What follows belongs to an exercise in optimizing a design on an open flow for small area and a short achievable clock period; a production flow would make more cautious choices.
The RTL was checked by simulation tests, not by an equivalence proof against the original design.
Power figures rest on the tool's default switching activity, not on a simulated workload.

==> flow/design.v, too long to show whole: its modules and the start of the top module <==
// module pixcorr: 4531 lines
module pixcorr (
    input  wire        clk,
    input  wire        rst,
    input  wire [31:0] cfg_dt,
    input  wire [31:0] cfg_h,
    input  wire [23:0] cfg_scene_ofs,
    input  wire [8:0]  cfg_alpha,
    input  wire [15:0] cfg_thr,
    input  wire        cfg_tf_en,
    input  wire        cfg_fresh,
    input  wire        frame_start,
    input  wire        frame_end,
    input  wire        in_valid,
    input  wire        in_blind,
    input  wire        in_sat,
    input  wire [23:0] in_xp,
    input  wire [23:0] in_b,
    input  wire [23:0] in_o,
    input  wire [15:0] in_d,
    input  wire [15:0] in_g,
    input  wire [15:0] in_s,
    output reg         out_valid,
    output reg  [15:0] out_y,
    output reg  [15:0] out_state,
    output reg         stats_valid,
    output reg  [19:0] st_nvalid,
    output reg  [19:0] st_ninvalid,
    output reg  [19:0] st_nbad,
    output reg  [19:0] st_nrsat,
    output reg  [19:0] st_clip_lo,
    output reg  [19:0] st_clip_hi,
    output reg  [19:0] st_motion,
    output reg  [15:0] st_min,
    output reg  [15:0] st_max,
    output reg  [35:0] st_sum
);
  // ...
==> flow/flow/run.sh <==
#!/bin/bash
set -euo pipefail
here=$(pwd)
margin=$(cat flow/margin.txt)
sed "s|\"\${@:-finish}\"|SETUP_SLACK_MARGIN=${margin} \"\${@:-finish}\"|" standard.sh > own_standard.sh
grep -q "SETUP_SLACK_MARGIN=${margin}" own_standard.sh
bash own_standard.sh > "$here/make_finish.log" 2>&1
==> flow/flow/margin.txt <==
11.5
==> flow/standard.sh <==
#!/bin/bash
# synth_recipe.tcl (not shown) runs the flow's synth.tcl, then flattens the netlist and writes it again
# the make line also repeats each setting of config.mk as NAME=value (left out here)
make -C /OpenROAD-flow-scripts/flow DESIGN_CONFIG=/design/flow/config.mk WORK_HOME=/design/flow/orfs CLKGATE_MAP_FILE= SYNTH_SCRIPT=/design/flow/synth_recipe.tcl "${@:-finish}"
==> flow/config.mk <==
export PLATFORM = sky130hd
export DESIGN_NAME = pixcorr
export DESIGN_NICKNAME = pixcorr
export VERILOG_FILES = /design/flow/design.v
export SDC_FILE = /design/flow/constraint.sdc
export NUM_CORES = 4
export LEC_CHECK = 0
export CAP_MARGIN = 20
export CORE_MARGIN = 2
export CORE_UTILIZATION = 40
export PLACE_DENSITY = 0.6
export SLEW_MARGIN = 20
==> flow/constraint.sdc <==
create_clock -name core_clock -period 16.0 [get_ports {clk}]
set_input_delay 3.2000 -clock core_clock [delete_from_list [all_inputs] [get_ports {clk}]]
set_output_delay 3.2000 -clock core_clock [all_outputs]
set_load 0.01 [all_outputs]
==> summary.txt, run 1 <==
Clock network
  • CTS resizes: 1407
  • Worst skew pair latency: 750 ps

Setup path
  • R2R cell count: 13
  • Setup crit end: out_state[12]
  • Crit Reg-Reg Startpoint: s2_ya[12]

Finish
  • Top cell category: multi-input gates
  • Largest regs: st_sum x36, s2_ya x35, s2_yb x35
  • NonClk Buf Share: 0.0809
  • Area occupied by multi-input gates: around 38000 um^2
  • ClkCell Share: 0.0465

Die
  • Placeable Area: ~150000 um^2
  • Die ar.: 151000 um^2
  • Initial core utilization: 0.401
  • Die width: 389 um
  • Top Ports: 484

Power
  • Sw Ratio: 0.472
  • Total Power: 16.0 mW
  • Clock power frac: 0.138

Yosys
  • Largest family of logic cells by synthesized area: adder cells
  • Mux contribution to synthesized area: 0.00819
  • Synth unique cells: 82
  • Most numerous cell in the Yosys netlist: inv_1

GRT
  • Largest net degree at the start of global routing: 139

Drt
  • DRC viols: 0
  • First-pass iteration count of the detailed router: 7

Run status
  • Outcome: finished clean

Timing
  • Unrepaired setup endpoints after global routing: true
==> run 2: changes to the inputs <==
--- a/flow/design.v
+++ b/flow/design.v
@@ -4493,21 +4493,23 @@
                 stats_valid <= 1'b1;
         end
     end
     reg sum_c, sum_pend;
     always @(posedge clk) begin
         if (rst) sum_pend <= 1'b0;
         else     sum_pend <= out_valid;
     end
+    reg fs_r;
+    always @(posedge clk) fs_r <= frame_start & ~rst;
     wire y_inv = &out_y;
     wire acc_v = o_act & ~y_inv;
     wire [15:0] y_v = acc_v ? out_y : 16'd0;
     always @(posedge clk) begin
-        if (frame_start) begin
+        if (fs_r) begin
             st_nvalid   <= 20'd0;
             st_ninvalid <= 20'd0;
             st_nbad     <= 20'd0;
             st_nrsat    <= 20'd0;
             st_clip_lo  <= 20'd0;
             st_clip_hi  <= 20'd0;
             st_motion   <= 20'd0;
             st_min      <= 16'hFFFF;
==> run 2 against run 1 <==
  * Still clean
  * Critical path depth unchanged
  * Die area is 0.19% lower
  * Fmax grew 0.25%
  * First-iteration DRC count up 9.1%
  * Wire length fell by 0.31%
  * Power fell by 0.78%
  * Cell count shrank 0.85%
  * Largest power group unchanged
  * Highest routed layer unchanged
==> summary.txt, run 2 <==
Run status
  • Outcome: finished clean (unchanged)

Setup path
  • Crit start category: register (unchanged)
  • WP data arrival: 1240 ps (was 1250 ps)
  • CP Buf/Inv Count: 1 (unchanged)
  • Slowest cell delay on critical path: 370 ps (about the same)
  • Top cell family by delay on the critical path: flip-flops (unchanged)
  • Crit. End Element: primary output (unchanged)
  • Setup Crit Path Kind: reg -> out (unchanged)
  • Worst path slowest cell: dfxtp_4 (was dfxtp_2)
  • Largest fanout on the critical path: 4 (was 1)
  • CP cell instances: buf_2 (unchanged)
  • Critical Path RT: 12800 ps (about the same)

Finish
  • Largest regs: st_sum x36, s2_ya x35, s2_yb x35 (unchanged)
  • Commonest cells after routing, fill and taps aside: inv_1 (865), xnor2_1 (684), fa_1 (597) (was inv_1 (870), xnor2_1 (684), fa_1 (600))
  • Max reg flops: 36 (unchanged)
  • Layout area overhead: 17.3% (was 17.5%)
  • Largest register by flop count: st_sum (unchanged)
  • Fillcell total: 13.9k (about the same)
  • Number of nets in the layout: 7727 (was 7788)
  • Post-layout util: 0.474 (was 0.472)
  • Share of layout cells above drive strength 1: 0.142 (was 0.141)
  • Commonest non-fill, non-tap cell in the layout: inv_1 (unchanged)

Timing
  • Final Setup Violations: 0 (unchanged)
  • Final WS setup: 11560 ps (was 11550 ps)
  • Max Slew Vio Count: 0 (unchanged)
  • Hold Slack: 314 ps (was 292 ps)
  • Final Hold Violating Endpoints: 0 (unchanged)
  • Unrepaired setup endpoints after global routing: true (unchanged)
  • Actual slew at the worst max-slew pin: 1090 ps (was 1070 ps)
  • Final period util: 0.278 (about the same)
  • TNS Setup: 0 ps (unchanged)
  • Post-Route Skew: 35.2 ps (was 44.5 ps)
  • Slew margin rel.: 0.274 (was 0.286)
  • Peak Freq: 225 MHz (was 224 MHz)
  • Final min period: 4440 ps (was 4450 ps)

Yosys
  • Seq/Total Area, Yosys: 0.273 (was 0.272)
  • Top-area cell type share of the netlist area: 0.273 (was 0.272)
  • Main synth FF type: dfxtp_1 (unchanged)
  • Largest cells by area after synthesis: dfxtp_1 (27%), fa_1 (20%), xnor2_1 (10%) (unchanged)
  • Syn. warnings: 1 (unchanged)
  • Total nets after synthesis: 7398 (was 7464)
  • Synth unique cells: 95 (was 82)
  • Syn Std Cell Area: 59000 um^2 (was 59100 um^2)
  • Avg Cell Area, Syn: 9.50 um^2 (was 9.42 um^2)
  • Most numerous cell in the Yosys netlist: inv_1 (unchanged)
  • Mapped Cells: 6212 (was 6278)
  • Asr flop ratio synth: 0 (unchanged)
  • Post-synth EDFFs: 0 (unchanged)
  • Synth Register Bits: 806 (was 805)
  • Post-synth top area cell: dfxtp_1 (unchanged)
  • Commonest cells in the netlist: inv_1 (867), dfxtp_1 (806), xnor2_1 (685) (was inv_1 (872), dfxtp_1 (805), xnor2_1 (684))

Die
  • Die ar.: 151000 um^2 (about the same)
  • Top Ports: 484 (unchanged)
  • Placeable Area: 146000 um^2 (was 147000 um^2)
  • Die Height: 388 um (was 389 um)
  • Initial core utilization: 0.404 (was 0.401)
  • Die width: 388 um (was 389 um)
  • Std cell rows: 140 (was 141)

Drt
  • Starting DRC count in detailed routing: 3190 (was 2925)
  • Vias: 45.2k (was 45.5k)
  • DRC viols: 0 (unchanged)
  • Routed WL: 168000 um (was 169000 um)
  • Avg Vias per Cell: 5.30 (was 5.28)
  • First-pass iteration count of the detailed router: 6 (was 7)
  • DRT antenna net count: 0 (unchanged)
  • Drt wl/cell: 19.7 um (was 19.6 um)

Clock network
  • Hold Buf Count CTS: 0 (unchanged)
  • Clk root buf: clkbuf_16 (unchanged)
  • Sink Count: 806 (was 805)
  • H-tree levels: 3 (unchanged)
  • CTS tree: done (unchanged)
  • Worst-path clk slew: 60 ps (about the same)
  • CTS max path bufs: 3 (unchanged)
  • CTS Buf Count: 89 (was 90)
  • Worst skew pair latency: 720 ps (was 750 ps)

GRT
  • Vias in the first global route: 46.3k (was 46.9k)
  • Grt ovf: 0 (unchanged)
  • Largest net degree at the start of global routing: 106 (was 139)
  • Antenna violations before repair: 7 (was 2)
  • All-layer global routing usage: 0.218 (was 0.221)
  • First-pass GRT wire length: 262000 um (was 266000 um)

Placement
  • Worst slack, placed: 10210 ps (was 10350 ps)
  • Placer congestion estimate: 0.894 (was 0.922)
  • Hpwl dp: 123000 um (about the same)
  • I/O Buffers: 483 (unchanged)

Worst hold path
  • HP Class: reg -> reg (unchanged)

Run
  • Max-Cap Viols: 0 (unchanged)

Power
  • Total Power: 15.8 mW (was 16.0 mW)
  • Leakage: 30.4 nW (was 30.3 nW)
  • Pwr dens: 229 nW/um^2 (was 230 nW/um^2)
  • Peak VDD IR: 0.000191 V (was 0.000186 V)
run 2: changes by cell type after synthesis, moves of 6 or more:
cell / delta
o211ai_1: -9
mux2i_1: -19
nand2_1: -16
nand4_1: -9
a221oi_1: +9
clkbuf_1: -8
and3_1: +11
o21ai_0: -9
nor2_1: -38
a211oi_1: +6
o21a_1: -12
a211o_1: +17
run 2: layout make-up:
cell class	count	area, um^2	share of cell area
Sequential cell	806	16700	0.241
Timing Repair Buffer	677	5490	0.0793
Inverter	883	3360	0.0486
Multi-Input combinational cell	4084	38100	0.550
Tap cell	1917	2400	0.0346
Clock buffer	116	2500	0.0361
Antenna cell	2	5.00	0.0000723
Clock inverter	49	714	0.0103
run 2: per-layer routing:
| metal | GRT usage | up-vias | share of wire |
|---|---|---|---|
| li1 | - | 21000 | - |
| met1 | 0.282 | 22100 | 0.42 |
| met2 | 0.368 | 1814 | 0.47 |
| met3 | 0.0368 | 308 | 0.071 |
| met4 | 0.0735 | 8 | 0.033 |
| met5 | 0 | - | 0.00029 |
run 2: power breakdown:
group / switching (mW) / internal [mW]
combinational: 5.94 / 4.56
sequential: 0.577 / 2.55
clock: 0.905 / 1.29
total: 7.42 / 8.40
run 2: kinds of logic after synthesis:
logic type / after synthesis / share of synthesized area
compound gates: 1157 / 0.139
xor+xnor: 858 / 0.127
fa+ha+maj: 944 / 0.277
buf+inv: 1322 / 0.0850
flops: 806 / 0.273
mux: 28 / 0.00485
simple gates: 1097 / 0.0938
run 2: path summary, 6_finish.rpt:
check	from	to	slack (ps)	cells after the start
worst max-delay path	out_y[14]	out_y[14]	11560	1
worst min-delay path	s1_s[1]	s1b_s[1]	310	0
worst max register to register	a_two[1]	out_state[15]	11650	16
worst min register to register	s1_s[1]	s1b_s[1]	310	0
run 2: stage by stage:
| step | instance area [um^2] | cells |
|---|---|---|
| 2_1_floorplan | 59000 | 6212 |
| 3_3_place_gp | 65000 | 8232 |
| 3_5_place_dp | 65000 | 8232 |
| 4_1_cts | 68500 | 8501 |
| 5_1_grt | 69200 | 8533 |
| 6_report | 69200 | 8534 |
run 2: timing repair:
item                                    4_1_cts  5_1_grt
cloned                                        0        2
endpoints found under the setup margin      344       78
hold endpoints to repair                      0        0
pin swaps                                     2       13
resized for setup                          1330      143
buffers inserted                            104       29

==> what the ideal ports hide <==
The flow's constraints put no driver on any port. The routed layouts listed below were extracted and timed again, unchanged, in two steps.
Step 1 (the two cells are an assumption about what drives the block):
set clk [get_ports {clk}]
set_driving_cell -lib_cell sky130_fd_sc_hd__clkbuf_16 $clk
set_driving_cell -lib_cell sky130_fd_sc_hd__buf_2 [delete_from_list [all_inputs] $clk]
Step 2 adds t to the input delays and takes it off the output delays; t is the mean of the earliest and latest rising clock arrival at the registers after step 1. Input paths then give back, and output paths get back, about the clock's delay inside the block.
Three values: ideal, step 1, step 2; two values: the first two.
run | t, ns | setup slack, ns | hold WS [ns] | worst slew at a driven data input, ns
run 1 | 0.801 | 11.546 / 11.470 / 10.866 | 0.292 / 0.292 / 0.292 | 0.12
run 2 | 0.787 | 11.557 / 11.479 / 10.913 | 0.314 / 0.314 / 0.314 | 0.13
After both steps setup and hold are still met in every run listed. For run 1, which loses most, drivers alone change the setup slack by -0.076 ns; drivers and shift together by -0.680 ns.
